Source: an optimization exercise on an open RTL-to-GDS flow (aim: small area, a short achievable clock period and few clock cycles per item). Production flows keep margins and buffers that such runs may drop. The RTL was checked by simulation tests, not by an equivalence proof against the original design. Power is estimated from default activity; no workload was simulated.

## flow/design.v

```verilog
module se_list_unit (
    input             clk,
    input             rst,
    input             start,
    input      [4:0]  cfg_m,
    output            idle,
    input             in_valid,
    output            in_ready,
    input      [31:0] in_score,
    input      [63:0] in_id,
    input             in_last,
    output            out_valid,
    input             out_ready,
    output     [31:0] out_key,
    output     [63:0] out_id,
    output            out_last,
    output            rec_valid,
    output     [4:0]  rec_count,
    output     [31:0] rec_scored,
    output     [31:0] rec_nan,
    output     [31:0] rec_dup,
    output     [31:0] rec_tail,
    output     [31:0] rec_max_key,
    output     [31:0] rec_edge_key,
    output     [31:0] rec_edge_ties
);
    localparam M = 8;
    integer i;
    reg         idle_r, in_ready_r, out_valid_r, out_last_r, rec_valid_r;
    reg         flush;       
    reg         pend;        
    reg  [3:0]  left;        
    reg         start_q;
    reg  [4:0]  cfg_q;
    reg  [M-1:0] mark;       
    reg  [M-1:0] vld;        
    reg  [3:0]  cnt;
    reg  [31:0] keys [0:M-1];
    reg  [63:0] ids  [0:M-1];
    reg  [31:0] scored, nan_cnt, dup_cnt, tail_cnt, max_key, edge_key, edge_ties;
    reg         a_v, a_last, a_nan;
    reg  [31:0] a_key;
    reg  [63:0] a_id;
    wire        s_nan = (in_score[30:23] == 8'hFF) && (in_score[22:0] != 23'd0);
    wire        s_mz  = (in_score == 32'h8000_0000);
    wire [31:0] s_key = in_score[31] ? (s_mz ? 32'h8000_0000 : ~in_score)
                                     : (in_score | 32'h8000_0000);
    always @(posedge clk) begin
        a_v     <= in_valid && in_ready_r && !rst;
        a_last  <= in_last;
        a_nan   <= s_nan;
        a_key   <= s_key;
        a_id    <= in_id;
        start_q <= start && idle_r && !rst;
        cfg_q   <= cfg_m;
    end
    reg         b_v, b_last, b_nan;
    reg  [31:0] b_key;
    reg  [63:0] b_id;
    reg  [M-1:0] b_gt;       
    reg  [M-1:0] b_eq;       
    function automatic [1:0] cmp(input [31:0] ka, input [63:0] ia,
                                 input [31:0] kb, input [63:0] ib);
        reg [127:0] g, e;
        reg         ideq;
        integer l, n;
        begin
            g = {32'd0, ka & ~kb, ib & ~ia};
            e = {{32{1'b1}}, ~(ka ^ kb), ~(ib ^ ia)};
            ideq = 1'b0;
            for (l = 64; l >= 1; l = l / 2) begin
                for (n = 0; n < l; n = n + 1) begin
                    g[n] = g[2*n+1] | (e[2*n+1] & g[2*n]);
                    e[n] = e[2*n+1] & e[2*n];
                end
                if (l == 2) ideq = e[0];
            end
            cmp = {g[0], ideq};
        end
    endfunction
    reg  [M-1:0] x_gt, x_eq;
    always @* begin
        for (i = 0; i < M; i = i + 1) begin
            {x_gt[i], x_eq[i]} = cmp(a_key, a_id, keys[i], ids[i]);
        end
    end
    wire y_gt, y_eq;
    assign {y_gt, y_eq} = cmp(a_key, a_id, b_key, b_id);
    wire [M-1:0] above  = ~mark & (~vld | b_gt);   
    wire [M-1:0] id_hit = vld & b_eq;
    reg  [M-1:0] hit_ge;                           
    always @* begin
        hit_ge[M-1] = id_hit[M-1];
        for (i = M - 2; i >= 0; i = i - 1)
            hit_ge[i] = hit_ge[i+1] | id_hit[i];
    end
    wire is_dup    = |id_hit;
    wire dup_upd   = |(id_hit & b_gt);
    wire full      = vld[M-1];
    wire [M-1:0] above_p = {above[M-2:0], 1'b0};    
    wire b_ok    = b_v && !b_nan;
    wire do_new  = b_ok && !is_dup;
    wire ins_new = do_new && (!full || above[M-1]);
    wire do_ins  = ins_new || (b_ok && dup_upd);
    wire to_tail = do_new && full;
    wire grow    = do_new && !full;
    wire [M-1:0] ins_here = {M{do_ins}} & above & ~above_p;
    wire [M-1:0] shift    = {M{do_ins}} & above_p & ({M{!is_dup}} | hit_ge);
    wire readout = out_valid_r && out_ready;
    wire up_mode = out_valid_r || flush;    
    wire        low_is_c = ins_here[M-1];
    wire        low_chg  = ins_here[M-1] | shift[M-1];
    wire        fills    = grow && (vld[M-2] || mark[M-2]);
    wire [31:0] nlow     = low_is_c ? b_key : keys[M-2];
    wire        c_eq_low = (b_key == keys[M-1]);
    wire        nlow_eq  = low_is_c ? c_eq_low : (keys[M-2] == keys[M-1]);
    always @(posedge clk) begin
        b_v    <= a_v && !rst;
        b_last <= a_last;
        b_nan  <= a_nan;
        b_key  <= a_key;
        b_id   <= a_id;
        for (i = 0; i < M; i = i + 1) begin
            if (ins_here[i]) begin
                b_gt[i] <= y_gt;
                b_eq[i] <= y_eq;
            end else if (shift[i] && i > 0) begin
                b_gt[i] <= x_gt[i-1];
                b_eq[i] <= x_eq[i-1];
            end else begin
                b_gt[i] <= x_gt[i];
                b_eq[i] <= x_eq[i];
            end
        end
    end
    wire fin = b_v && b_last;
    assign idle          = idle_r;
    assign in_ready      = in_ready_r;
    assign out_valid     = out_valid_r;
    assign out_last      = out_last_r;
    assign out_key       = keys[0];
    assign out_id        = ids[0];
    assign rec_valid     = rec_valid_r;
    assign rec_count     = {1'b0, cnt};
    assign rec_scored    = scored;
    assign rec_nan       = nan_cnt;
    assign rec_dup       = dup_cnt;
    assign rec_tail      = tail_cnt;
    assign rec_max_key   = max_key;
    assign rec_edge_key  = edge_key;
    assign rec_edge_ties = edge_ties;
    wire [3:0]   ncnt = cnt + {3'd0, grow};
    wire [M-1:0] nvld = grow ? (vld | ({vld[M-2:0] | mark[M-2:0], 1'b1} & ~mark)) : vld;
    always @(posedge clk) begin
        if (rst) begin
            idle_r      <= 1'b1;
            in_ready_r  <= 1'b0;
            out_valid_r <= 1'b0;
            out_last_r  <= 1'b0;
            rec_valid_r <= 1'b0;
            flush       <= 1'b0;
            pend        <= 1'b0;
        end else begin
            pend <= readout && !out_last_r;
            if (start && idle_r) begin
                idle_r      <= 1'b0;
                in_ready_r  <= 1'b1;
                rec_valid_r <= 1'b0;
                out_valid_r <= 1'b0;
            end else begin
                if (in_valid && in_ready_r && in_last)
                    in_ready_r <= 1'b0;
                if (fin) begin
                    rec_valid_r <= 1'b1;
                    if (mark[0] && nvld != {M{1'b0}}) begin
                        flush <= 1'b1;
                    end else begin
                        out_valid_r <= (ncnt != 4'd0);
                        out_last_r  <= (ncnt == 4'd1);
                        idle_r      <= (ncnt == 4'd0);
                        left        <= ncnt - 4'd1;
                    end
                end else if (flush) begin
                    if (!mark[1]) begin
                        flush       <= 1'b0;
                        out_valid_r <= 1'b1;
                        out_last_r  <= (cnt == 4'd1);
                        left        <= cnt - 4'd1;
                    end
                end else if (readout) begin
                    if (out_last_r) begin
                        out_valid_r <= 1'b0;
                        idle_r      <= 1'b1;
                    end else begin
                        out_last_r  <= (left == 4'd1);
                        left        <= left - 4'd1;
                    end
                end
            end
        end
    end
    always @(posedge clk) begin
        if (start_q) begin
            vld  <= {M{1'b0}};
            cnt  <= 4'd0;
            for (i = 0; i < M; i = i + 1)
                mark[i] <= (i < M - {1'b0, cfg_q[2:0]}) && (cfg_q[2:0] != 3'd0);
        end else if (flush) begin
            vld  <= {1'b0, vld[M-1:1]};
            mark <= {1'b0, mark[M-1:1]};
        end else begin
            vld <= nvld;
            if (grow) cnt <= cnt + 4'd1;
        end
        if (readout || flush || ins_here[0]) begin
            if (up_mode) begin
                keys[0] <= pend ? keys[2] : keys[1];
                ids[0]  <= pend ? ids[2]  : ids[1];
            end else begin
                keys[0] <= b_key;
                ids[0]  <= b_id;
            end
        end
        for (i = 1; i < M; i = i + 1) begin
            if (flush || pend || ins_here[i] || shift[i]) begin
                if (up_mode) begin
                    keys[i] <= (i < M - 1) ? keys[(i + 1) % M] : keys[i];
                    ids[i]  <= (i < M - 1) ? ids[(i + 1) % M]  : ids[i];
                end else if (ins_here[i]) begin
                    keys[i] <= b_key;
                    ids[i]  <= b_id;
                end else begin
                    keys[i] <= keys[(i + M - 1) % M];
                    ids[i]  <= ids[(i + M - 1) % M];
                end
            end
        end
    end
    always @(posedge clk) begin
        if (start_q) begin
            scored    <= 32'd0;
            nan_cnt   <= 32'd0;
            dup_cnt   <= 32'd0;
            tail_cnt  <= 32'd0;
            max_key   <= 32'd0;
            edge_key  <= 32'd0;
            edge_ties <= 32'd0;
        end else begin
            if (b_v && b_nan && nan_cnt != 32'hFFFF_FFFF)
                nan_cnt <= nan_cnt + 32'd1;
            if (b_ok && is_dup)
                dup_cnt <= dup_cnt + 32'd1;
            if (do_new) begin
                scored <= scored + 32'd1;
                if (b_key > max_key)
                    max_key <= b_key;
            end
            if (to_tail)
                tail_cnt <= tail_cnt + 32'd1;
            if (fills || (full && do_ins && low_chg && !nlow_eq)) begin
                edge_key  <= nlow;
                edge_ties <= 32'd0;
            end else if (to_tail && (low_chg || c_eq_low)) begin
                edge_ties <= edge_ties + 32'd1;
            end
        end
    end
endmodule
```

## flow/flow/run.sh

```bash
#!/bin/bash
# Standard layout with two changes: port buffers are plain buffers instead of
# delay cells, and repair_timing aims for a setup margin so that the achieved
# period shrinks.
set -euo pipefail
bash standard.sh SETUP_SLACK_MARGIN=13.0 "BUFFER_PORTS_ARGS=-buffer_cell sky130_fd_sc_hd__buf_2"  finish > standard.log 2>&1
```

## flow/standard.sh

```bash
#!/bin/bash
# synth_recipe.tcl (not shown) runs the flow's synth.tcl, then flattens the netlist and writes it again
# the make line also repeats each setting of config.mk as NAME=value (left out here)
make -C /OpenROAD-flow-scripts/flow DESIGN_CONFIG=/design/flow/config.mk WORK_HOME=/design/flow/orfs CLKGATE_MAP_FILE= SYNTH_SCRIPT=/design/flow/synth_recipe.tcl "${@:-finish}"
```

## flow/config.mk

```make
export PLATFORM = sky130hd
export DESIGN_NAME = se_list_unit
export DESIGN_NICKNAME = se_list_unit
export VERILOG_FILES = /design/flow/design.v
export SDC_FILE = /design/flow/constraint.sdc
export NUM_CORES = 4
export LEC_CHECK = 0
export CAP_MARGIN = 20
export CORE_MARGIN = 2
export CORE_UTILIZATION = 45
export CTS_CLUSTER_DIAMETER = 100
export CTS_CLUSTER_SIZE = 20
export GPL_ROUTABILITY_DRIVEN = 1
export PLACE_DENSITY = 0.55
export SLEW_MARGIN = 20
```

## flow/constraint.sdc

```tcl
create_clock -name core_clock -period 18.0 [get_ports {clk}]
set_input_delay 3.6000 -clock core_clock [delete_from_list [all_inputs] [get_ports {clk}]]
set_output_delay 3.6000 -clock core_clock [all_outputs]
set_load 0.01 [all_outputs]
```

==> results.sh, run 1 <==
export IMPL_fin_crit_ps=5050
export IMPL_seq_area_frac_synth_pct=43.1
export IMPL_finalMaxSlewViolations=0
export IMPL_ys_ff_latch=1241
export IMPL_syn_to_final_growth_pct=9.14
export IMPL_timing_rr_end="b_gt[4]"
export IMPL_wl_per_cell_um=23.3
export IMPL_layout_drive_gt1_share_pct=8.81
export IMPL_cp_data_required_time_ps=14400
export IMPL_core_area_sq_um=167000
export IMPL_crit_chain="buf_2"
export IMPL_initialDrtViolationCount=4771
export IMPL_cts_buffers=73
export IMPL_rows=150
export IMPL_crit_path_end_kind="output pin"
export IMPL_via_per_inst=5.75
export IMPL_syn_nets=8809
export IMPL_htree_levels=3
export IMPL_slowest_delay_ps=540
export IMPL_cts_sinks=1241
export IMPL_start_util_pct=45.3
export IMPL_ys_flop_type="edfxtp_1"
export IMPL_rrSetupSlack_ps=13250
export IMPL_status="no timing/DRC/antenna violations"
export IMPL_cp_max_fo=2
export IMPL_synth_edf_count=780
export IMPL_clk_insertion_delay_late_ps=720
export IMPL_start_kind="register"
export IMPL_ios=437
export IMPL_hold_viol=0
export IMPL_clk_root_buffer_cell="clkbuf_16"
export IMPL_die_h_um=414
export IMPL_grt_pass1_wl_mm=361
export IMPL_place_congestion=0.923
export IMPL_rsz0062_at_grt="true"
export IMPL_setup_viol=0
export IMPL_clock_skew_ps=37.3
export IMPL_max_freq_ghz=0.198
export IMPL_cp_arrival_ps=1450
export IMPL_final_common_cell="nand2_1"
export IMPL_syn_area_per_cell_sq_um=9.73
export IMPL_synthArstFlopShare_pct=0
export IMPL_worstRegToRegCells=10
export IMPL_critPathKind="reg2out"
export IMPL_synth_area_sq_um=75800
export IMPL_hold_path_depth=0
export IMPL_synthCells=7788
export IMPL_drc=0
export IMPL_grt_ovfl_total=0
export IMPL_die_width_um=414
export IMPL_final_cell_mix="nand2_1, ha_1, mux2i_1, edfxtp_1, o21ai_0"
export IMPL_r2r_start="a_id[63]"
export IMPL_min_period_over_period_pct=28.1
export IMPL_crit_cells=1
export IMPL_setup_tns_ps=0
export IMPL_maxSlewHeadroom_pct=16.3
export IMPL_yosys_warnings=5
export IMPL_synth_cell_types=72
export IMPL_tritoncts="done"
export IMPL_stdcell_count=10300
export IMPL_crit_buf_inv=1
export IMPL_max_cap_violations=0
export IMPL_antenna_found_initial=2
export IMPL_critPathLaunch="ids[0][3]"
export IMPL_cellPowerDensity_nw_per_um2=67.5
export IMPL_place_hpwl_mm=175
export IMPL_fin_ws_ps=12950
export IMPL_p_leak_nw=33.1
export IMPL_clkSlewWorstSetupHoldPaths_ps=90
export IMPL_cts_buffer_depth=3
export IMPL_die_area_sq_um=172000
export IMPL_worst_slew_pin_slew_ps=1260
export IMPL_totalWireLength_mm=240
export IMPL_hp_class="reg2reg"
export IMPL_nNetsFinal=9044
export IMPL_port_buffers=433
export IMPL_track_usage_pct=27.1
export IMPL_path_delay_family="flip-flops"
export IMPL_grt_max_degree=254
export IMPL_fin_util_pct=49.5
export IMPL_vias=59100
export IMPL_ant_nets=0
export IMPL_drt_pass1_iter_count=6
export IMPL_cp_slowest_cell="edfxtp_1"
export IMPL_post_place_ws_ps=11510
export IMPL_worstSetupEndpoint="out_id[3]"
export IMPL_placedCellCount=10100
export IMPL_irDropWorstVdd_v=0.0000648
export IMPL_grt_pass1_vias=57800
==> cells by family after synthesis <==
group,Yosys count,synth area share [%]
AO/OA/AOI/OAI,1602,11.8
XOR/XNOR,198,2.29
adder cells (fa/ha/maj),914,15.1
buffers and inverters,839,4.31
flip-flops,1241,43.1
multiplexers,785,10.4
other,1,0.00495
AND/OR/NAND/NOR,2208,13.0
==> area by class of cell <==
| cell class | count | area (sq um) |
|---|---|---|
| Clock buffer | 118 | 2080 |
| Antenna cell | 1 | 2.50 |
| Sequential cell | 1241 | 32700 |
| Multi-Input combinational cell | 5710 | 40100 |
| Clock inverter | 12 | 108 |
| Tap cell | 2204 | 2760 |
| Inverter | 437 | 1640 |
| Fill cell | 15600 | 84500 |
| Timing Repair Buffer | 560 | 3350 |
==> layer usage <==
| layer | vias to the layer above | routed length, um | track usage, % |
|---|---|---|---|
| li1 | 28600 | - | - |
| met1 | 28700 | 108000 | 37.0 |
| met2 | 1538 | 110000 | 44.1 |
| met3 | 333 | 11700 | 2.79 |
| met4 | 2 | 10200 | 10.7 |
| met5 | - | 13 | 0 |
==> registers in the layout (all words and copies together), names as in the netlist, 3 cells and up <==
register   count
dup_cnt       32
cfg_q          3
left           4
keys         256
cnt            4
scored        32
nan_cnt       32
edge_ties     32
edge_key      32
tail_cnt      32
b_gt           8
a_key         32
b_id          64
ids          512
max_key       32
b_eq           8
a_id          64
vld            8
mark           8
b_key         32
==> worst register-to-register path: stages (launching register included) <==
cell      delay (ps)
dfxtp_1          480
inv_1            280
ha_1             400
nand4_1          230
nor4_1           930
nand4_1          590
nor2_1           540
o21ai_0          350
nand3_1          310
a311oi_1         140
nor3_1           380
==> stage by stage <==
stage	area, sq um	power [mW]	hold slack [ps]
after floorplan	75800	3.55	310
after global placement	79900	3.76	321
after detailed placement	79900	3.78	326
after CTS	82600	5.63	339
after global routing	82700	5.80	343
final	82700	5.58	336
==> power breakdown <==
part	total [mW]	internal [mW]	leakage, nW	switching [mW]
sequential	3.17	3.06	10.8	0.103
clock	1.86	0.811	1.05	1.05
combinational	0.554	0.215	21.2	0.339
total	5.58	4.09	33.1	1.49
==> cell usage after synthesis, types with 14 or more instances <==
master / n / area (sq um)
o21ai_0: 720 / 3600
and4_1: 43 / 377
a22oi_1: 15 / 113
dfxtp_1: 461 / 9230
nand2_1: 1123 / 4220
clkbuf_1: 321 / 1200
a21o_1: 108 / 811
a21oi_1: 451 / 2260
o211ai_1: 20 / 150
nor3_1: 69 / 345
ha_1: 914 / 11400
mux2i_1: 781 / 7820
a31oi_1: 22 / 138
buf_2: 57 / 285
xnor2_1: 61 / 534
nand2b_1: 18 / 113
nor4_1: 56 / 350
a221oi_1: 39 / 342
o21ai_1: 91 / 455
o21a_1: 17 / 128
edfxtp_1: 780 / 23400
and3_1: 35 / 219
nor2b_1: 24 / 150
nand4_1: 220 / 1380
nor2_1: 425 / 1600
inv_1: 437 / 1640
or3_1: 38 / 238
xor2_1: 137 / 1200
and2_1: 14 / 87.6
nand3_1: 114 / 571
a211oi_1: 52 / 390
==> worst min-delay path by stage <==
stage                 start      end
floorplan            a_last   b_last
global placement     a_last   b_last
detailed placement   a_last   b_last
CTS                 a_id[4]  b_id[4]
global route        a_id[4]  b_id[4]
finish              a_id[4]  b_id[4]
==> timing repair <==
| action | 4_1_cts | 5_1_grt |
|---|---|---|
| cloned | 3 | 1 |
| buffers inserted | 34 | 4 |
| hold buffers | 0 | 0 |
| resized for setup | 50 | 11 |
| pin swaps | 1 | 0 |
| setup endpoints to repair | 342 | 364 |
Testbench counts, summed over its fixed seeds: cycles 49,615, offers 47,503.
==> run 2, diff against run 1 <==
--- a/flow/design.v
+++ b/flow/design.v
@@ -37,7 +37,7 @@
     reg  [3:0]  cnt;
     reg  [31:0] keys [0:M-1];
     reg  [63:0] ids  [0:M-1];
-    reg  [31:0] scored, nan_cnt, dup_cnt, tail_cnt, max_key, edge_key, edge_ties;
+    reg  [31:0] scored, nan_cnt, dup_cnt, tail_cnt, max_key, edge_ties;
     reg         a_v, a_last, a_nan;
     reg  [31:0] a_key;
     reg  [63:0] a_id;
@@ -107,11 +107,11 @@
     wire [M-1:0] ins_here = {M{do_ins}} & above & ~above_p;
     wire [M-1:0] shift    = {M{do_ins}} & above_p & ({M{!is_dup}} | hit_ge);
     wire readout = out_valid_r && out_ready;
+    wire [M-1:0] wr = ins_here | (shift & {vld[M-2], {(M-1){1'b1}}});
     wire up_mode = out_valid_r || flush;    
     wire        low_is_c = ins_here[M-1];
     wire        low_chg  = ins_here[M-1] | shift[M-1];
     wire        fills    = grow && (vld[M-2] || mark[M-2]);
-    wire [31:0] nlow     = low_is_c ? b_key : keys[M-2];
     wire        c_eq_low = (b_key == keys[M-1]);
     wire        nlow_eq  = low_is_c ? c_eq_low : (keys[M-2] == keys[M-1]);
     always @(posedge clk) begin
@@ -147,7 +147,7 @@
     assign rec_dup       = dup_cnt;
     assign rec_tail      = tail_cnt;
     assign rec_max_key   = max_key;
-    assign rec_edge_key  = edge_key;
+    assign rec_edge_key  = keys[M-1];
     assign rec_edge_ties = edge_ties;
     wire [3:0]   ncnt = cnt + {3'd0, grow};
     wire [M-1:0] nvld = grow ? (vld | ({vld[M-2:0] | mark[M-2:0], 1'b1} & ~mark)) : vld;
@@ -222,7 +222,7 @@
             end
         end
         for (i = 1; i < M; i = i + 1) begin
-            if (flush || pend || ins_here[i] || shift[i]) begin
+            if (flush || pend || wr[i]) begin
                 if (up_mode) begin
                     keys[i] <= (i < M - 1) ? keys[(i + 1) % M] : keys[i];
                     ids[i]  <= (i < M - 1) ? ids[(i + 1) % M]  : ids[i];
@@ -235,6 +235,8 @@
                 end
             end
         end
+        if (start_q)
+            keys[M-1] <= 32'd0;
     end
     always @(posedge clk) begin
         if (start_q) begin
@@ -243,7 +245,6 @@
             dup_cnt   <= 32'd0;
             tail_cnt  <= 32'd0;
             max_key   <= 32'd0;
-            edge_key  <= 32'd0;
             edge_ties <= 32'd0;
         end else begin
             if (b_v && b_nan && nan_cnt != 32'hFFFF_FFFF)
@@ -258,7 +259,6 @@
             if (to_tail)
                 tail_cnt <= tail_cnt + 32'd1;
             if (fills || (full && do_ins && low_chg && !nlow_eq)) begin
-                edge_key  <= nlow;
                 edge_ties <= 32'd0;
             end else if (to_tail && (low_chg || c_eq_low)) begin
                 edge_ties <= edge_ties + 32'd1;
==> results.sh, run 2 <==
export IMPL_initialDrtViolationCount=4687
export IMPL_grt_pass1_wl_mm=353
export IMPL_max_cap_violations=0
export IMPL_vias=58000
export IMPL_core_area_sq_um=165000
export IMPL_status="no timing/DRC/antenna violations"
export IMPL_synth_top_area_share_pct=30.0
export IMPL_synth_cell_types=87
export IMPL_cts_sinks=1209
export IMPL_cellPowerDensity_nw_per_um2=67.9
export IMPL_layout_drive_gt1_share_pct=10.2
export IMPL_hold_viol=0
export IMPL_synth_area_sq_um=75000
export IMPL_fin_crit_ps=5100
export IMPL_via_per_inst=5.76
export IMPL_stdcell_count=10100
export IMPL_finalMaxSlewViolations=0
export IMPL_holdPathEnd="b_last"
export IMPL_maxSlewHeadroom_pct=23.6
export IMPL_clkSlewWorstSetupHoldPaths_ps=100
export IMPL_p_sw_mw=1.51
export IMPL_ios=437
export IMPL_yosys_warnings=5
export IMPL_grt_ovfl_total=0
export IMPL_combinationalPowerShare_pct=11.1
export IMPL_holdWs_ps=337
export IMPL_grt_pass1_vias=56600
export IMPL_clk_insertion_delay_late_ps=720
export IMPL_track_usage_pct=27.0
export IMPL_seqPwrFrac_pct=55.9
export IMPL_ys_flop_type="edfxtp_1"
export IMPL_crit_chain="buf_6"
export IMPL_synth_most_common_cell="ha_1"
export IMPL_ant_nets=0
export IMPL_synthArstFlopShare_pct=0
export IMPL_cp_arrival_ps=1500
export IMPL_grt_max_degree=282
export IMPL_crit_path_end_kind="output pin"
export IMPL_r2r_start="b_key[30]"
export IMPL_cp_slowest_cell="edfxtp_1"
export IMPL_synth_area_leaders="edfxtp_1, ha_1, dfxtp_1, mux2i_1, o21ai_0"
export IMPL_setup_viol=0
export IMPL_tritoncts="done"
export IMPL_rsz0062_at_grt="true"
export IMPL_clk_root_buffer_cell="clkbuf_16"
export IMPL_p_int_mw=4.03
export IMPL_port_buffers=433
export IMPL_irDropWorstVdd_v=0.0000724
export IMPL_htree_levels=3
export IMPL_syn_nets=8614
export IMPL_nNetsFinal=8836
export IMPL_timing_rr_end="max_key[6]"
export IMPL_largest_reg_flops=512
export IMPL_drc=0
export IMPL_die_area_sq_um=170000
export IMPL_hp_class="reg2reg"
export IMPL_synth_edf_count=748
export IMPL_critPathKind="reg2out"
export IMPL_ys_ff_latch=1209
export IMPL_hp_start="a_last"
export IMPL_seq_area_frac_synth_pct=42.3
export IMPL_cp_max_fo=2
export IMPL_placedCellCount=9898
export IMPL_power_mw=5.54
export IMPL_wl_per_cell_um=23.4
export IMPL_crit_buf_inv=1
export IMPL_place_congestion=0.910
export IMPL_totalWireLength_mm=236
export IMPL_synthCells=7593
export IMPL_hold_path_depth=0
export IMPL_rrSetupSlack_ps=13230
export IMPL_final_cell_mix="ha_1, nand2_1, mux2i_1, edfxtp_1, o21ai_0"
export IMPL_fin_area_sq_um=81500
export IMPL_dpl_instance_area_sq_um=79000
export IMPL_syn_area_per_cell_sq_um=9.87
export IMPL_cts_buffers=71
export IMPL_final_common_cell="ha_1"
export IMPL_path_delay_family="flip-flops"
export IMPL_start_kind="register"
export IMPL_fillerInstances=15500
export IMPL_syn_to_final_growth_pct=8.79
export IMPL_clock_skew_ps=33.5
export IMPL_antenna_found_initial=9
export IMPL_p_leak_nw=31.9
export IMPL_setup_tns_ps=0
export IMPL_worstRegToRegCells=11
export IMPL_slowest_delay_ps=570
export IMPL_p_sw_share_pct=27.2
export IMPL_cts_buffer_depth=3
export IMPL_place_hpwl_mm=172
export IMPL_synth_top_area_cell="edfxtp_1"
export IMPL_min_period_over_period_pct=28.3
export IMPL_start_util_pct=45.4
export IMPL_reg_top3="ids: 512 flops, keys: 256 flops"
export IMPL_max_freq_ghz=0.196
export IMPL_top_register="ids"
export IMPL_die_h_um=412
export IMPL_holdBufCountCts=0
export IMPL_netlist_top_cells_count="ha_1, nand2_1, mux2i_1"
export IMPL_worst_slew_pin_slew_ps=1150
export IMPL_pwr_share_clk_pct=32.9
export IMPL_die_width_um=412
export IMPL_rows=149
export IMPL_cp_data_required_time_ps=14400
export IMPL_drt_pass1_iter_count=6
==> run 2: cell count changes in the layout (fill, tap and decap cells not counted), moves of 16 or more <==
cell and change:
mux2i_1 -24, nand2_1 -276, nor2_1 +37, edfxtp_1 -32
dfxtp_1 -27, mux2_2 +64, o21ai_1 -78, a21oi_1 +28
a221oi_1 -16, dfxtp_2 +25, a21o_1 +97
==> run 2: how the worst max path moves through the flow <==
stage / slack (ps) / cells past startpoint / endpoint / start
finish: 12900 / 1 / out_id[1] / ids[0][1]
global route: 12880 / 1 / out_id[1] / ids[0][1]
CTS: 12870 / 1 / out_id[1] / ids[0][1]
detailed placement: 12180 / 4 / ids[0][11] / out_ready
global placement: 12190 / 4 / ids[0][11] / out_ready
floorplan: 13020 / 2 / ids[0][0] / out_ready
==> run 2: timing repair <==
action	4_1_cts	5_1_grt
endpoints found under the setup margin	122	111
resized for setup	52	16
buffers inserted	26	7
cloned	0	0
==> run 2: routing by layer <==
metal	GRT usage [%]	routed length, um	vias up	part of all wire, %
met2	44.6	109000	1377	46
met5	0	0	-	0
met3	3.52	11800	296	5.0
met1	36.7	106000	28400	45
met4	8.51	8130	0	3.4
li1	-	-	27900	-
==> run 2: cell type report <==
type	count	area [sq um]	area share [%]
well taps	2189	2740	3.36
inverters	450	1690	2.07
repair buffers	548	3150	3.86
flip-flops and latches	1209	31800	39.0
clock inverters	6	58.8	0.0721
clock buffers	121	2080	2.55
multi-input cells	5535	40000	49.1
diodes	6	15.0	0.0184
==> run 2: cells by family (layout without fill, tap and decap cells) <==
family          Yosys count  after routing  synth area share [%]
other cells               1              7               0.00500
fa+ha+maj               914            914                  15.3
flops                  1209           1209                  42.3
xor+xnor                206            206                  2.41
simple gates           1951           1951                  11.9
buf+inv                 849           1125                  4.45
mux                     825            825                  11.1
compound gates         1638           1638                  12.6
==> run 2: power groups by stage <==
stage          clock network [mW]  logic, mW  registers [mW]
3_3_place_gp                    0      0.592            3.16
5_1_grt                      1.95      0.694            3.11
4_1_cts                      1.87      0.615            3.10
6_report                     1.82      0.617            3.10
3_5_place_dp                    0      0.610            3.16
2_1_floorplan                   0      0.413            3.11
==> run 2: through the flow <==
stage / setup WS, ps / utilization (%)
final: 12900 / 49.4
after global placement: 12190 / 47.8
after global routing: 12880 / 49.4
after detailed placement: 12180 / 47.8
after floorplan: 13020 / -
after CTS: 12870 / 49.3
Testbench counts of run 2, summed over its fixed seeds: cycles 49,615, offers 47,503.
==> run 3, diff against run 2 <==
--- a/flow/config.mk
+++ b/flow/config.mk
@@ -9,7 +9,7 @@
 export CORE_MARGIN = 2
 export CORE_UTILIZATION = 45
 export CTS_CLUSTER_DIAMETER = 100
-export CTS_CLUSTER_SIZE = 20
+export CTS_CLUSTER_SIZE = 24
 export GPL_ROUTABILITY_DRIVEN = 1
 export PLACE_DENSITY = 0.55
 export SLEW_MARGIN = 20
==> results.sh, run 3 <==
export IMPL_clk_root_buffer_cell="clkbuf_16"
export IMPL_die_area_sq_um=170000
export IMPL_ant_nets=0
export IMPL_crit_buf_inv=1
export IMPL_fin_crit_ps=5150
export IMPL_track_usage_pct=27.0
export IMPL_synth_most_common_cell="ha_1"
export IMPL_slowest_delay_ps=570
export IMPL_crit_path_end_kind="output pin"
export IMPL_worst_slew_pin_slew_ps=1210
export IMPL_max_cap_violations=0
export IMPL_synth_area_leaders="edfxtp_1, ha_1, dfxtp_1, mux2i_1, o21ai_0"
export IMPL_start_util_pct=45.4
export IMPL_final_common_cell="ha_1"
export IMPL_final_cell_mix="ha_1, nand2_1, mux2i_1, edfxtp_1, o21ai_0"
export IMPL_finalMaxSlewViolations=0
export IMPL_setup_tns_ps=0
export IMPL_htree_levels=2
export IMPL_cts_buffers=61
export IMPL_syn_area_per_cell_sq_um=9.87
export IMPL_ios=437
export IMPL_holdWs_ps=329
export IMPL_die_h_um=412
export IMPL_vias=58100
export IMPL_hp_class="reg2reg"
export IMPL_core_area_sq_um=165000
export IMPL_max_freq_ghz=0.194
export IMPL_rows=149
export IMPL_drc=0
export IMPL_layout_drive_gt1_share_pct=11.6
export IMPL_cts_buffer_depth=3
export IMPL_place_hpwl_mm=172
export IMPL_seq_area_frac_synth_pct=42.3
export IMPL_synth_cell_types=87
export IMPL_synth_edf_count=748
export IMPL_setup_viol=0
export IMPL_register_area_sq_um=31900
export IMPL_status="no timing/DRC/antenna violations"
export IMPL_fin_ws_ps=12850
export IMPL_multiInputGateArea_sq_um=40000
export IMPL_yosys_warnings=5
export IMPL_p_leak_nw=32.1
export IMPL_ys_flop_type="edfxtp_1"
export IMPL_cts_sinks=1209
export IMPL_initialDrtViolationCount=4810
export IMPL_reg_top3="ids: 512 flops, keys: 256 flops"
export IMPL_synth_area_sq_um=75000
export IMPL_place_congestion=0.910
export IMPL_start_kind="register"
export IMPL_grt_pass1_wl_mm=353
export IMPL_port_buffers=433
export IMPL_path_delay_family="flip-flops"
export IMPL_grt_pass1_vias=56800
export IMPL_power_mw=5.43
export IMPL_synth_top_area_share_pct=30.0
export IMPL_clock_skew_ps=47.8
export IMPL_rrSetupSlack_ps=13180
export IMPL_clkSlewWorstSetupHoldPaths_ps=110
export IMPL_crit_chain="buf_2"
export IMPL_syn_nets=8614
export IMPL_cp_slowest_cell="edfxtp_1"
export IMPL_via_per_inst=5.75
export IMPL_synthArstFlopShare_pct=0
export IMPL_rsz0062_at_grt="true"
export IMPL_grt_max_degree=282
export IMPL_hold_viol=0
export IMPL_largest_reg_flops=512
export IMPL_netlist_top_cells_count="ha_1, nand2_1, mux2i_1"
export IMPL_die_width_um=412
export IMPL_tritoncts="done"
export IMPL_maxSlewHeadroom_pct=18.5
export IMPL_post_place_ws_ps=12180
export IMPL_cp_data_required_time_ps=14400
export IMPL_cp_max_fo=2
export IMPL_grt_ovfl_total=0
export IMPL_antenna_found_initial=11
export IMPL_wl_per_cell_um=23.4
export IMPL_totalWireLength_mm=236
export IMPL_synthCells=7593
export IMPL_min_period_over_period_pct=28.6
export IMPL_clk_insertion_delay_late_ps=760
export IMPL_cp_arrival_ps=1550
export IMPL_cellPowerDensity_nw_per_um2=66.3
export IMPL_nNetsFinal=8880
export IMPL_critPathKind="reg2out"
export IMPL_fillerInstances=15500
export IMPL_synth_top_area_cell="edfxtp_1"
export IMPL_drt_pass1_iter_count=6
export IMPL_syn_to_final_growth_pct=9.30
export IMPL_top_register="ids"
export IMPL_ys_ff_latch=1209
export IMPL_irDropWorstVdd_v=0.0000749
==> run 3: cell counts after synthesis <==
No cell type changed its count.
==> run 3: timing repair <==
item                       4_1_cts  5_1_grt
gates resized for setup        122       42
buffers inserted                75       12
hold buffers                     0        0
setup endpoints to repair      185      157
==> run 3: final timing paths <==
check / start / to / depth (start not counted)
max: ids[0][0] / out_id[0] / 1
min: a_id[14] / b_id[14] / 0
max reg2reg: b_key[31] / max_key[10] / 11
min reg2reg: a_id[14] / b_id[14] / 0
==> run 3: cell families (layout without fill, tap and decap cells) <==
group	after synthesis	after routing	synth area share [%]
compound gates	1638	1638	12.6
xor+xnor	206	206	2.41
fa+ha+maj	914	914	15.3
buf+inv	849	1164	4.45
flops	1209	1209	42.3
mux	825	825	11.1
other cells	1	8	0.00500
simple gates	1951	1951	11.9
==> run 3: layout make-up <==
cell class                 count  area share (%)
clock buffer                  94            2.12
antenna                        7          0.0214
clock inverter                18           0.223
sequential                  1209            38.9
inverter                     450            2.06
timing repair buffer         602            4.46
tap                         2189            3.34
multi-input combinational   5535            48.9
==> run 3: metal layers <==
layer  vias to the layer above  part of all wire [%]  wire (um)  global-route usage (%)
met3                       291                   5.2      12300                    3.31
met4                         2                   3.5       8180                    8.56
met5                         -                0.0038          9                       0
met2                      1394                    46     109000                    44.5
met1                     28300                    45     107000                    36.7
li1                      28100                     -          -                       -
==> run 3: stage by stage <==
stage | instances | util, % | cell area, sq um
after floorplan | 7593 | - | 75000
after global placement | 9898 | 47.8 | 79000
after detailed placement | 9898 | 47.8 | 79000
after CTS | 10100 | 49.5 | 81700
after global routing | 10100 | 49.6 | 81900
final | 10100 | 49.6 | 81900
==> run 3: worst reg2reg max path, delay by kind of cell, from the launching register on <==
family,cells,cell delay [ps]
simple gates,5,1690
compound gates,2,1070
flops,1,710
buf+inv,2,670
mux,1,270
fa+ha+maj,1,240
==> run 3: where the power goes <==
| group | internal, mW | switching, mW | total, mW | leakage (nW) |
|---|---|---|---|---|
| combinational | 0.241 | 0.380 | 0.621 | 20.6 |
| clock | 0.695 | 1.02 | 1.71 | 0.941 |
| sequential | 2.99 | 0.108 | 3.10 | 10.6 |
==> run 4, diff against run 3 <==
--- a/flow/config.mk
+++ b/flow/config.mk
@@ -7,9 +7,9 @@
 export LEC_CHECK = 0
 export CAP_MARGIN = 20
 export CORE_MARGIN = 2
-export CORE_UTILIZATION = 45
+export CORE_UTILIZATION = 50
 export CTS_CLUSTER_DIAMETER = 100
-export CTS_CLUSTER_SIZE = 24
+export CTS_CLUSTER_SIZE = 20
 export GPL_ROUTABILITY_DRIVEN = 1
-export PLACE_DENSITY = 0.55
+export PLACE_DENSITY = 0.6
 export SLEW_MARGIN = 20
==> results.sh, run 4 <==
export IMPL_syn_nets=8614
export IMPL_hp_class="reg2reg"
export IMPL_wl_per_cell_um=23.2
export IMPL_final_common_cell="ha_1"
export IMPL_ys_flop_type="edfxtp_1"
export IMPL_cp_arrival_ps=1440
export IMPL_tritoncts="done"
export IMPL_drt_pass1_iter_count=7
export IMPL_cp_slowest_cell="edfxtp_1"
export IMPL_cellPowerDensity_nw_per_um2=67.9
export IMPL_crit_chain="buf_6"
export IMPL_die_h_um=391
export IMPL_p_leak_nw=31.9
export IMPL_antenna_found_initial=8
export IMPL_placedCellCount=9720
export IMPL_largest_reg_flops=512
export IMPL_max_freq_ghz=0.199
export IMPL_cts_sinks=1209
export IMPL_rows=142
export IMPL_maxSlewHeadroom_pct=26.0
export IMPL_die_area_sq_um=153000
export IMPL_stdcell_count=9885
export IMPL_grt_max_degree=237
export IMPL_ys_ff_latch=1209
export IMPL_irDropWorstVdd_v=0.0000801
export IMPL_ios=437
export IMPL_cp_max_fo=2
export IMPL_synthCells=7593
export IMPL_final_cell_mix="ha_1, nand2_1, mux2i_1, edfxtp_1, o21ai_0"
export IMPL_fin_crit_ps=5040
export IMPL_dpl_instance_area_sq_um=78700
export IMPL_crit_path_end_kind="output pin"
export IMPL_synth_top_area_share_pct=30.0
export IMPL_setup_tns_ps=0
export IMPL_worst_slew_pin_slew_ps=1100
export IMPL_min_period_over_period_pct=28.0
export IMPL_slowest_delay_ps=530
export IMPL_totalWireLength_mm=229
export IMPL_via_per_inst=5.87
export IMPL_synth_top_area_cell="edfxtp_1"
export IMPL_synth_cell_types=87
export IMPL_critPathKind="reg2out"
export IMPL_holdBufCountCts=0
export IMPL_seq_area_frac_synth_pct=42.3
export IMPL_holdWs_ps=322
export IMPL_synth_edf_count=748
export IMPL_synth_area_sq_um=75000
export IMPL_crit_buf_inv=1
export IMPL_status="no timing/DRC/antenna violations"
export IMPL_setup_viol=0
export IMPL_place_hpwl_mm=168
export IMPL_grt_ovfl_total=0
export IMPL_nNetsFinal=8832
export IMPL_die_width_um=391
export IMPL_clock_skew_ps=29.0
export IMPL_grt_pass1_wl_mm=345
export IMPL_grt_pass1_vias=56200
export IMPL_netlist_top_cells_count="ha_1, nand2_1, mux2i_1"
export IMPL_cp_data_required_time_ps=14400
export IMPL_clk_root_buffer_cell="clkbuf_16"
export IMPL_core_area_sq_um=149000
export IMPL_cts_buffers=71
export IMPL_start_util_pct=50.2
export IMPL_layout_drive_gt1_share_pct=10.1
export IMPL_ant_nets=0
export IMPL_fin_area_sq_um=81300
export IMPL_top_register="ids"
export IMPL_syn_to_final_growth_pct=8.50
export IMPL_port_buffers=433
export IMPL_path_delay_family="flip-flops"
export IMPL_finalMaxSlewViolations=0
export IMPL_syn_area_per_cell_sq_um=9.87
export IMPL_initialDrtViolationCount=4685
export IMPL_hold_viol=0
export IMPL_synth_most_common_cell="ha_1"
export IMPL_cts_buffer_depth=3
export IMPL_drc=0
export IMPL_clk_insertion_delay_late_ps=730
export IMPL_max_cap_violations=0
export IMPL_place_congestion=0.918
export IMPL_vias=58000
export IMPL_htree_levels=3
export IMPL_synth_area_leaders="edfxtp_1, ha_1, dfxtp_1, mux2i_1, o21ai_0"
export IMPL_track_usage_pct=29.3
export IMPL_clkSlewWorstSetupHoldPaths_ps=90
export IMPL_synthArstFlopShare_pct=0
export IMPL_yosys_warnings=5
export IMPL_rsz0062_at_grt="true"
export IMPL_reg_top3="ids: 512 flops, keys: 256 flops"
export IMPL_start_kind="register"
run 4: area by class of cell:
cell class	count	area [sq um]
inverter	450	1690
multi-input combinational	5535	40000
fill	13500	68100
sequential	1209	31800
clock buffer	123	2080
timing repair buffer	544	3140
antenna	2	5.00
tap	2016	2520
clock inverter	6	66.3
run 4: final timing paths:
kind              slack (ps)  depth (start not counted)     endpoint         from
setup / recovery       12960                          1  out_key[29]  keys[0][29]
hold / removal           320                          0     b_id[14]     a_id[14]
setup reg to reg       13310                         10    ids[1][7]       vld[7]
hold reg to reg          320                          0     b_id[14]     a_id[14]
run 4: power by group:
group / leakage [nW] / switching (mW) / internal [mW] / total, mW
Clock: 1.03 / 1.01 / 0.800 / 1.81
Combinational: 20.3 / 0.371 / 0.238 / 0.608
Sequential: 10.6 / 0.114 / 2.99 / 3.10
Total: 31.9 / 1.50 / 4.03 / 5.52
run 4: kinds of logic (layout without fill, tap and decap cells):
family,count (synthesis),in the layout,share of synthesized area (%)
AOI/OAI and AO/OA,1638,1638,12.6
buffers and inverters,849,1123,4.45
and+or+nand+nor,1951,1951,11.9
DFF,1209,1209,42.3
muxes,825,825,11.1
xor gates and xnor gates,206,206,2.41
other,1,3,0.00500
adders and majority gates,914,914,15.3
run 4: through the flow:
stage	power [mW]	utilization, %	setup WS (ps)
2_1_floorplan	3.52	-	13020
3_3_place_gp	3.74	52.7	12150
3_5_place_dp	3.77	52.7	12110
4_1_cts	5.56	54.3	12930
5_1_grt	5.73	54.4	12950
6_report	5.52	54.4	12960
run 4: timing repair:
action	CTS	global route
gates cloned	0	0
setup endpoints to repair	148	120
buffers inserted	22	11
gates resized for setup	52	28
run 4: routing by layer:
layer | up-vias | share of wire, % | GRT usage [%]
met2 | 1613 | 47 | 48.3
met5 | - | 0.032 | 0
met1 | 28100 | 43 | 39.0
met3 | 351 | 5.9 | 4.35
met4 | 10 | 4.0 | 10.5
li1 | 28000 | - | -
==> run 5, diff against run 4 <==
--- a/flow/config.mk
+++ b/flow/config.mk
@@ -7,9 +7,9 @@
 export LEC_CHECK = 0
 export CAP_MARGIN = 20
 export CORE_MARGIN = 2
-export CORE_UTILIZATION = 50
+export CORE_UTILIZATION = 55
 export CTS_CLUSTER_DIAMETER = 100
 export CTS_CLUSTER_SIZE = 20
 export GPL_ROUTABILITY_DRIVEN = 1
-export PLACE_DENSITY = 0.6
+export PLACE_DENSITY = 0.65
 export SLEW_MARGIN = 20
==> results.sh, run 5 <==
export IMPL_ios=437
export IMPL_path_delay_family="flip-flops"
export IMPL_fin_ws_ps=12970
export IMPL_synth_area_sq_um=75000
export IMPL_die_h_um=373
export IMPL_synth_cell_types=87
export IMPL_crit_buf_inv=1
export IMPL_synthCells=7593
export IMPL_cts_buffer_depth=3
export IMPL_clk_insertion_delay_late_ps=720
export IMPL_min_period_over_period_pct=27.9
export IMPL_cts_buffers=71
export IMPL_status="no timing/DRC/antenna violations"
export IMPL_grt_max_degree=258
export IMPL_crit_path_end_kind="output pin"
export IMPL_syn_to_final_growth_pct=7.95
export IMPL_grt_pass1_wl_mm=340
export IMPL_nNetsFinal=8825
export IMPL_r2r_start="vld[6]"
export IMPL_cts_sinks=1209
export IMPL_cp_slowest_cell="edfxtp_1"
export IMPL_tritoncts="done"
export IMPL_p_leak_nw=31.8
export IMPL_crit_chain="buf_6"
export IMPL_drt_pass1_iter_count=5
export IMPL_initialDrtViolationCount=5527
export IMPL_cp_data_required_time_ps=14400
export IMPL_start_util_pct=55.4
export IMPL_clk_root_buffer_cell="clkbuf_16"
export IMPL_critPathLaunch="keys[0][29]"
export IMPL_critPathKind="reg2out"
export IMPL_clock_skew_ps=35.2
export IMPL_cp_max_fo=2
export IMPL_cellPowerDensity_nw_per_um2=68.1
export IMPL_die_area_sq_um=139000
export IMPL_cp_arrival_ps=1430
export IMPL_port_buffers=433
export IMPL_layout_drive_gt1_share_pct=9.96
export IMPL_ant_nets=0
export IMPL_place_congestion=0.947
export IMPL_grt_pass1_vias=56400
export IMPL_post_place_ws_ps=12130
export IMPL_drc=0
export IMPL_synth_edf_count=748
export IMPL_max_cap_violations=0
export IMPL_setup_viol=0
export IMPL_vias=58800
export IMPL_final_cell_mix="ha_1, nand2_1, mux2i_1, edfxtp_1, o21ai_0"
export IMPL_ys_flop_type="edfxtp_1"
export IMPL_setup_tns_ps=0
export IMPL_maxSlewHeadroom_pct=19.5
export IMPL_via_per_inst=6.09
export IMPL_hold_viol=0
export IMPL_netlist_top_cells_count="ha_1, nand2_1, mux2i_1"
export IMPL_hp_class="reg2reg"
export IMPL_htree_levels=3
export IMPL_start_kind="register"
export IMPL_syn_nets=8614
export IMPL_totalWireLength_mm=225
export IMPL_rsz0062_at_grt="true"
export IMPL_fin_util_pct=59.8
export IMPL_top_register="ids"
export IMPL_synth_area_leaders="edfxtp_1, ha_1, dfxtp_1, mux2i_1, o21ai_0"
export IMPL_antenna_found_initial=9
export IMPL_die_width_um=373
export IMPL_max_freq_ghz=0.199
export IMPL_synth_most_common_cell="ha_1"
export IMPL_rows=135
export IMPL_holdBufCountCts=0
export IMPL_worstRegToRegCells=11
export IMPL_fin_crit_ps=5030
export IMPL_timing_rr_end="keys[1][20]"
export IMPL_crit_cells=1
export IMPL_synth_top_area_cell="edfxtp_1"
export IMPL_finalMaxSlewViolations=0
export IMPL_irDropWorstVdd_v=0.0000611
export IMPL_track_usage_pct=31.3
export IMPL_final_common_cell="ha_1"
export IMPL_yosys_warnings=5
export IMPL_synthArstFlopShare_pct=0
export IMPL_rrSetupSlack_ps=13270
export IMPL_synth_top_area_share_pct=30.0
export IMPL_worstSetupEndpoint="out_key[29]"
export IMPL_slowest_delay_ps=500
export IMPL_reg_top3="ids: 512 flops, keys: 256 flops"
export IMPL_worst_slew_pin_slew_ps=1210
export IMPL_syn_area_per_cell_sq_um=9.87
export IMPL_largest_reg_flops=512
export IMPL_grt_ovfl_total=0
export IMPL_ys_ff_latch=1209
export IMPL_core_area_sq_um=135000
export IMPL_place_hpwl_mm=164
export IMPL_clkSlewWorstSetupHoldPaths_ps=100
export IMPL_fillerInstances=11600
export IMPL_wl_per_cell_um=23.3
export IMPL_seq_area_frac_synth_pct=42.3
-- run 5: metrics by stage --
step           area, sq um  hold WS, ps  instances  total power, mW
2_1_floorplan        75000          310       7593             3.52
5_1_grt              80900          358       9646             5.71
4_1_cts              80800          339       9639             5.53
6_report             80900          333       9648             5.51
3_5_place_dp         78500          319       9492             3.76
3_3_place_gp         78500          314       9490             3.74
-- run 5: worst min path at each step --
stage | start | to | slack, ps | cells past startpoint
5_1_grt | a_last | b_last | 360 | 0
6_report | a_last | b_last | 330 | 0
3_3_place_gp | a_last | b_last | 310 | 0
4_1_cts | a_last | b_last | 340 | 0
3_5_place_dp | a_last | b_last | 320 | 0
2_1_floorplan | a_last | b_last | 310 | 0
-- run 5: area by class of cell --
cell class              count  area [sq um]  share of cell area (%)
clock inverters             6          55.1                  0.0680
inverters                 450          1690                    2.09
multi-input cells        5535         40000                    49.5
flip-flops and latches   1209         31800                    39.2
well taps                1781          2230                    2.75
clock buffers             123          2090                    2.58
repair buffers            537          3020                    3.74
diodes                      7          17.5                  0.0217
-- run 5: what timing repair did --
| item | 4_1_cts | 5_1_grt |
|---|---|---|
| resized for setup | 45 | 17 |
| buffers inserted | 18 | 2 |
| endpoints found under the setup margin | 113 | 160 |
-- run 5: cell families after synthesis --
family,synth area share [%]
other cells,0.00500
simple gates,11.9
fa+ha+maj,15.3
mux,11.1
compound gates,12.6
xor+xnor,2.41
buf+inv,4.45
flops,42.3
-- run 5: where the power goes --
group	leakage, nW	internal (mW)	switching (mW)	total, mW
logic	20.2	0.238	0.375	0.614
registers	10.6	2.99	0.108	3.10
clock network	1.03	0.803	0.995	1.80
total	31.8	4.03	1.48	5.51
-- run 5: routing by layer --
layer / global-route usage (%) / vias to the layer above / share of wire, %
met3: 4.52 / 441 / 6.5
met5: 0 / - / 0.0053
met2: 50.0 / 1946 / 45
met1: 42.0 / 28500 / 43
met4: 14.5 / 2 / 5.1
li1: - / 27900 / -
==> run 6, diff against run 5 <==
==> flow/flow/run.sh (replaced) <==
#!/bin/bash
# Standard layout with two changes: port buffers are plain buffers instead of
# delay cells, and repair_timing aims for a setup margin so that the achieved
# period shrinks.
set -euo pipefail
bash standard.sh SETUP_SLACK_MARGIN=12.8 "BUFFER_PORTS_ARGS=-buffer_cell sky130_fd_sc_hd__buf_2"  finish > standard.log 2>&1
--- a/flow/config.mk
+++ b/flow/config.mk
@@ -7,9 +7,9 @@
 export LEC_CHECK = 0
 export CAP_MARGIN = 20
 export CORE_MARGIN = 2
-export CORE_UTILIZATION = 55
+export CORE_UTILIZATION = 45
 export CTS_CLUSTER_DIAMETER = 100
 export CTS_CLUSTER_SIZE = 20
 export GPL_ROUTABILITY_DRIVEN = 1
-export PLACE_DENSITY = 0.65
+export PLACE_DENSITY = 0.55
 export SLEW_MARGIN = 20
==> results.sh, run 6 <==
export IMPL_status="no timing/DRC/antenna violations"
export IMPL_wl_met2_mm=109
export IMPL_p_leak_nw=31.7
export IMPL_totalWireLength_mm=235
export IMPL_ys_ff_latch=1209
export IMPL_rsz0062_at_grt="false"
export IMPL_synth_area_leaders="edfxtp_1, ha_1, dfxtp_1, mux2i_1, o21ai_0"
export IMPL_top_layer="met5"
export IMPL_holdWs_ps=320
export IMPL_irDropWorstVdd_v=0.0000681
export IMPL_syn_nets=8614
export IMPL_crit_path_end_kind="output pin"
export IMPL_min_period_over_period_pct=28.6
export IMPL_final_common_cell="ha_1"
export IMPL_crit_chain="buf_2"
export IMPL_netlist_top_cells_count="ha_1, nand2_1, mux2i_1"
export IMPL_max_freq_ghz=0.195
export IMPL_die_width_um=412
export IMPL_synthArstFlopShare_pct=0
export IMPL_synth_top_area_cell="edfxtp_1"
export IMPL_synth_most_common_cell="ha_1"
export IMPL_port_buffers=433
export IMPL_fin_crit_ps=5140
export IMPL_crit_buf_inv=1
export IMPL_final_cell_mix="ha_1, nand2_1, mux2i_1, edfxtp_1, o21ai_0"
export IMPL_yosys_warnings=5
export IMPL_nNetsFinal=8809
export IMPL_slowest_delay_ps=590
export IMPL_track_usage_pct=27.0
export IMPL_core_area_sq_um=165000
export IMPL_clkSlewWorstSetupHoldPaths_ps=100
export IMPL_finalMaxSlewViolations=0
export IMPL_start_util_pct=45.4
export IMPL_die_area_sq_um=170000
export IMPL_hold_viol=0
export IMPL_largest_reg_flops=512
export IMPL_clk_insertion_delay_late_ps=710
export IMPL_grt_ovfl_total=0
export IMPL_setup_viol=0
export IMPL_cp_slowest_cell="dfxtp_1"
export IMPL_cts_buffer_depth=3
export IMPL_top_register="ids"
export IMPL_tritoncts="done"
export IMPL_critPathKind="reg2out"
export IMPL_syn_area_per_cell_sq_um=9.87
export IMPL_ios=437
export IMPL_met1_length_mm=105
export IMPL_drc=0
export IMPL_max_cap_violations=0
export IMPL_via_per_inst=5.76
export IMPL_reg_top3="ids: 512 flops, keys: 256 flops"
export IMPL_met3WireLength_mm=12.4
export IMPL_vias=57800
export IMPL_antenna_found_initial=9
export IMPL_setup_tns_ps=0
export IMPL_wl_per_cell_um=23.5
export IMPL_ys_flop_type="edfxtp_1"
export IMPL_synth_area_sq_um=75000
export IMPL_path_delay_family="flip-flops"
export IMPL_cp_arrival_ps=1540
export IMPL_grt_pass1_wl_mm=351
export IMPL_worst_slew_pin_slew_ps=1340
export IMPL_clock_skew_ps=28.9
export IMPL_place_hpwl_mm=172
export IMPL_layout_drive_gt1_share_pct=9.28
export IMPL_syn_to_final_growth_pct=8.40
export IMPL_drt_pass1_iter_count=9
export IMPL_synth_edf_count=748
export IMPL_cellPowerDensity_nw_per_um2=68.3
export IMPL_cts_buffers=72
export IMPL_grt_pass1_vias=55900
export IMPL_die_h_um=412
export IMPL_start_kind="register"
export IMPL_place_congestion=0.897
export IMPL_htree_levels=3
export IMPL_synthCells=7593
export IMPL_cts_sinks=1209
export IMPL_clk_root_buffer_cell="clkbuf_16"
export IMPL_seq_area_frac_synth_pct=42.3
export IMPL_cp_data_required_time_ps=14400
export IMPL_cp_max_fo=6
export IMPL_rows=149
export IMPL_hp_class="reg2reg"
export IMPL_synth_top_area_share_pct=30.0
export IMPL_ant_nets=0
export IMPL_grt_max_degree=230
export IMPL_maxSlewHeadroom_pct=10.0
export IMPL_synth_cell_types=87
export IMPL_initialDrtViolationCount=5053
export IMPL_fillerInstances=15500
run 6: cell types whose count changed in the layout (fill, tap and decap cells not counted), sizes merged:
cell / before / now
buf: 537 / 519
diode: 7 / 3
clkinv: 1 / 4
clkbuf: 123 / 121
inv: 455 / 453
clkdlybuf4s18: 0 / 1
clkinvlp: 0 / 1
run 6: layout make-up:
class                           instances  area [sq um]  share of cell area (%)
Multi-Input combinational cell       5535         40000                    49.3
Timing Repair Buffer                  520          2880                    3.55
Clock buffer                          121          2110                    2.59
Sequential cell                      1209         31700                    39.0
Tap cell                             2189          2740                    3.37
Antenna cell                            3          7.51                 0.00924
Inverter                              450          1690                    2.08
Clock inverter                          8          81.3                   0.100
run 6: final timing paths:
| kind | to | slack, ps | startpoint | depth (start not counted) |
|---|---|---|---|---|
| worst min register to register | b_id[14] | 320 | a_id[14] | 0 |
| worst max-delay path | rec_edge_key[7] | 12860 | keys[7][7] | 1 |
| worst max register to register | keys[1][16] | 13060 | vld[7] | 10 |
| worst min-delay path | b_id[14] | 320 | a_id[14] | 0 |
run 6: cells by family after synthesis:
kind of cell | Yosys count | share of synthesized area, %
XOR/XNOR | 206 | 2.41
AND/OR/NAND/NOR | 1951 | 11.9
multiplexers | 825 | 11.1
AO/OA/AOI/OAI | 1638 | 12.6
flip-flops | 1209 | 42.3
buffers and inverters | 849 | 4.45
other | 1 | 0.00500
adder cells (fa/ha/maj) | 914 | 15.3
run 6: report_power, final:
group	leakage (nW)	switching, mW	internal, mW
registers	10.5	0.112	2.99
clock network	1.05	1.02	0.814
logic	20.1	0.375	0.237
run 6: what timing repair did:
action                                 4_1_cts  5_1_grt
endpoints found under the hold margin        0        0
setup buffers                                0        0
gates resized for setup                      0        2
setup endpoints to repair                    0       50
hold buffers                                 0        0
run 6: per-stage QoR:
step                setup WS [ps]  power, mW  instance area [sq um]  util (%)  std cells
detailed placement          12080       3.77                  79000      47.8       9902
CTS                         12800       5.59                  81200      49.2      10000
floorplan                   12850       3.52                  75000         -       7593
global route                12810       5.76                  81200      49.2      10000
finish                      12860       5.55                  81200      49.2      10000
global placement            12100       3.75                  79000      47.8       9901
run 6: layer usage:
layer | vias to the layer above | track usage (%)
li1 | 27900 | -
met1 | 28100 | 36.7
met2 | 1479 | 44.3
met3 | 302 | 3.26
met4 | 4 | 9.03
met5 | - | 0
==> run 7, diff against run 6 <==
==> flow/flow/run.sh (replaced) <==
#!/bin/bash
# Standard layout with two changes: port buffers are plain buffers instead of
# delay cells, and repair_timing aims for a setup margin so that the achieved
# period shrinks.
set -euo pipefail
bash standard.sh SETUP_SLACK_MARGIN=13.2 "BUFFER_PORTS_ARGS=-buffer_cell sky130_fd_sc_hd__buf_2"  finish > standard.log 2>&1
--- a/flow/config.mk
+++ b/flow/config.mk
@@ -7,9 +7,9 @@
 export LEC_CHECK = 0
 export CAP_MARGIN = 20
 export CORE_MARGIN = 2
-export CORE_UTILIZATION = 45
+export CORE_UTILIZATION = 50
 export CTS_CLUSTER_DIAMETER = 100
 export CTS_CLUSTER_SIZE = 20
 export GPL_ROUTABILITY_DRIVEN = 1
-export PLACE_DENSITY = 0.55
+export PLACE_DENSITY = 0.6
 export SLEW_MARGIN = 20
==> results.sh, run 7 <==
export IMPL_clk_root_buffer_cell="clkbuf_16"
export IMPL_grt_pass1_vias=57700
export IMPL_cp_data_required_time_ps=14400
export IMPL_grt_max_degree=266
export IMPL_yosys_warnings=5
export IMPL_place_congestion=0.907
export IMPL_synth_top_area_cell="edfxtp_1"
export IMPL_cp_arrival_ps=1460
export IMPL_via_per_inst=5.82
export IMPL_post_place_ws_ps=12060
export IMPL_seqPwrFrac_pct=55.6
export IMPL_cp_max_fo=2
export IMPL_synth_most_common_cell="ha_1"
export IMPL_syn_area_per_cell_sq_um=9.87
export IMPL_grt_pass1_wl_mm=352
export IMPL_vias=59300
export IMPL_cts_buffer_depth=3
export IMPL_antenna_found_initial=10
export IMPL_rrSetupSlack_ps=13440
export IMPL_clkSlewWorstSetupHoldPaths_ps=90
export IMPL_p_leak_nw=33.8
export IMPL_synth_edf_count=748
export IMPL_setup_viol=0
export IMPL_netlist_top_cells_count="ha_1, nand2_1, mux2i_1"
export IMPL_seq_area_frac_synth_pct=42.3
export IMPL_wl_per_cell_um=23.0
export IMPL_path_delay_family="flip-flops"
export IMPL_worstRegToRegCells=10
export IMPL_grt_ovfl_total=0
export IMPL_fin_area_sq_um=85400
export IMPL_rows=142
export IMPL_cts_sinks=1209
export IMPL_start_util_pct=50.2
export IMPL_totalWireLength_mm=234
export IMPL_cp_slowest_cell="edfxtp_1"
export IMPL_min_period_over_period_pct=28.1
export IMPL_crit_buf_inv=1
export IMPL_top_register="ids"
export IMPL_p_sw_mw=1.50
export IMPL_synth_cell_types=87
export IMPL_core_area_sq_um=149000
export IMPL_htree_levels=3
export IMPL_synthCells=7593
export IMPL_irDropWorstVdd_v=0.0000700
export IMPL_nNetsFinal=9144
export IMPL_synth_area_leaders="edfxtp_1, ha_1, dfxtp_1, mux2i_1, o21ai_0"
export IMPL_critPathKind="reg2out"
export IMPL_p_int_mw=4.04
export IMPL_final_cell_mix="ha_1, nand2_1, mux2i_1, edfxtp_1, o21ai_0"
export IMPL_fin_crit_ps=5060
export IMPL_syn_to_final_growth_pct=13.9
export IMPL_combinationalPowerShare_pct=11.8
export IMPL_cellPowerDensity_nw_per_um2=65.0
export IMPL_finalMaxSlewViolations=0
export IMPL_hold_path_depth=0
export IMPL_syn_nets=8614
export IMPL_maxSlewHeadroom_pct=11.8
export IMPL_port_buffers=433
export IMPL_pwr_share_clk_pct=32.6
export IMPL_largest_reg_flops=512
export IMPL_synthArstFlopShare_pct=0
export IMPL_worst_slew_pin_slew_ps=1310
export IMPL_final_common_cell="ha_1"
export IMPL_drt_pass1_iter_count=5
export IMPL_hp_class="reg2reg"
export IMPL_crit_path_end_kind="output pin"
export IMPL_synth_area_sq_um=75000
export IMPL_crit_chain="buf_2"
export IMPL_holdPathEnd="b_id[27]"
export IMPL_r2r_start="vld[7]"
export IMPL_ys_flop_type="edfxtp_1"
export IMPL_max_freq_ghz=0.198
export IMPL_start_kind="register"
export IMPL_setup_tns_ps=0
export IMPL_die_h_um=391
export IMPL_tritoncts="done"
export IMPL_die_width_um=391
export IMPL_die_area_sq_um=153000
export IMPL_ys_ff_latch=1209
export IMPL_place_hpwl_mm=167
export IMPL_fin_ws_ps=12940
export IMPL_slowest_delay_ps=550
export IMPL_dpl_instance_area_sq_um=78800
export IMPL_synth_top_area_share_pct=30.0
export IMPL_ant_nets=0
export IMPL_layout_drive_gt1_share_pct=15.9
export IMPL_holdBufCountCts=0
export IMPL_track_usage_pct=29.8
export IMPL_ios=437
export IMPL_reg_top3="ids: 512 flops, keys: 256 flops"
export IMPL_rsz0062_at_grt="true"
export IMPL_status="no timing/DRC/antenna violations"
export IMPL_initialDrtViolationCount=4798
export IMPL_cts_buffers=71
export IMPL_max_cap_violations=0
export IMPL_clk_insertion_delay_late_ps=710
export IMPL_drc=0
export IMPL_clock_skew_ps=36.6
export IMPL_hp_start="a_id[27]"
export IMPL_timing_rr_end="ids[1][29]"
export IMPL_p_sw_share_pct=27.1
export IMPL_hold_viol=0
-- run 7: cell types whose count changed in the layout (fill, tap and decap cells not counted), sizes merged --
cell and delta:
buf +336, clkbuf -3, clkdlybuf4s18 -1, clkinv +1, clkinvlp -1, diode -1, nand3 +1
-- run 7: what timing repair did --
action / in CTS / in global routing
setup endpoints to repair: 469 / 294
cloned: 1 / 0
buffers inserted: 310 / 32
resized for setup: 609 / 13
-- run 7: layout make-up --
type                    instances  area, sq um
diodes                          2         5.00
clock buffers                 118         2070
clock inverters                 8         62.6
fillers                     13200        64100
inverters                     450         1690
multi-input cells            5536        40100
flip-flops and latches       1209        32200
well taps                    2016         2520
repair buffers                855         6750
-- run 7: how the worst max path moves through the flow --
stage                start         to  slack [ps]  cells after the start
3_5_place_dp   in_score[5]  a_key[21]       12060                      7
3_3_place_gp   in_score[5]  a_key[19]       12070                      7
2_1_floorplan    out_ready  ids[0][0]       13060                      2
4_1_cts          ids[0][0]  out_id[0]       12920                      1
6_report         ids[0][0]  out_id[0]       12940                      1
5_1_grt          ids[0][0]  out_id[0]       12940                      1
-- run 7: layer usage --
layer  track usage (%)  share of wire (%)  up-vias
li1                  -                  -    28600
met1              39.6                 43    28700
met2              49.4                 47     1631
met3              3.71                5.7      353
met4              11.7                4.1        4
met5                 0              0.012        -
-- run 7: stage by stage --
stage,std cells,power (mW),util (%),hold WS (ps)
2_1_floorplan,7593,3.52,-,310
3_3_place_gp,9721,3.74,52.7,319
3_5_place_dp,9723,3.77,52.7,329
4_1_cts,10200,5.57,56.9,342
5_1_grt,10200,5.76,57.1,357
6_report,10200,5.55,57.1,345
-- run 7: kinds of logic (layout without fill, tap and decap cells) --
family | after synthesis | count (layout) | synth area share (%)
simple gates | 1951 | 1952 | 11.9
xor+xnor | 206 | 206 | 2.41
fa+ha+maj | 914 | 914 | 15.3
mux | 825 | 825 | 11.1
buf+inv | 849 | 1431 | 4.45
compound gates | 1638 | 1638 | 12.6
flops | 1209 | 1209 | 42.3
other cells | 1 | 3 | 0.00500
-- run 7: power by group through the flow --
stage               clock network (mW)  registers [mW]  logic, mW
finish                            1.81            3.09      0.652
CTS                               1.84            3.08      0.647
floorplan                            0            3.11      0.413
global route                      1.94            3.09      0.727
detailed placement                   0            3.16      0.604
global placement                     0            3.16      0.583

[static timing again, ports no longer ideal]
The results above use ideal ports. As a check the final layouts listed here were re-extracted and re-timed, cells and wires unchanged. Step 1, drivers: a clkbuf_16 drives clk and a buf_2 each remaining input, both assumed. Step 2 adds t to the input delays and takes it off the output delays; t is the mean of the earliest and latest rising clock arrival at the registers after step 1. Input paths then give back, and output paths get back, about the clock's delay inside the block. Slacks: no drivers / after step 1 / after step 2; pairs: no drivers / after step 1.
| run | shift t [ns] | slack for setup (ns) | slew at the worst register clock pin (ns) | worst data-port slew with drivers (ns) | pins driven straight from the clock port |
|---|---|---|---|---|---|
| run 1 | 0.788 | 12.948 / 12.863 / 12.462 | 0.10 / 0.10 | 0.14 | 1 |
| run 2 | 0.786 | 12.899 / 12.814 / 12.382 | 0.10 / 0.10 | 0.09 | 1 |
| run 3 | 0.823 | 12.852 / 12.765 / 12.393 | 0.12 / 0.12 | 0.09 | 1 |
| run 4 | 0.788 | 12.964 / 12.885 / 12.367 | 0.10 / 0.10 | 0.10 | 1 |
| run 5 | 0.792 | 12.975 / 12.889 / 12.319 | 0.10 / 0.10 | 0.09 | 1 |
| run 6 | 0.784 | 12.860 / 12.774 / 12.330 | 0.10 / 0.10 | 0.10 | 1 |
| run 7 | 0.777 | 12.940 / 12.854 / 12.524 | 0.10 / 0.10 | 0.09 | 1 |
After both steps setup and hold are still met in every run listed. The setup slack of run 5, which loses most, moves by -0.086 ns with the drivers and by -0.656 ns with both steps.
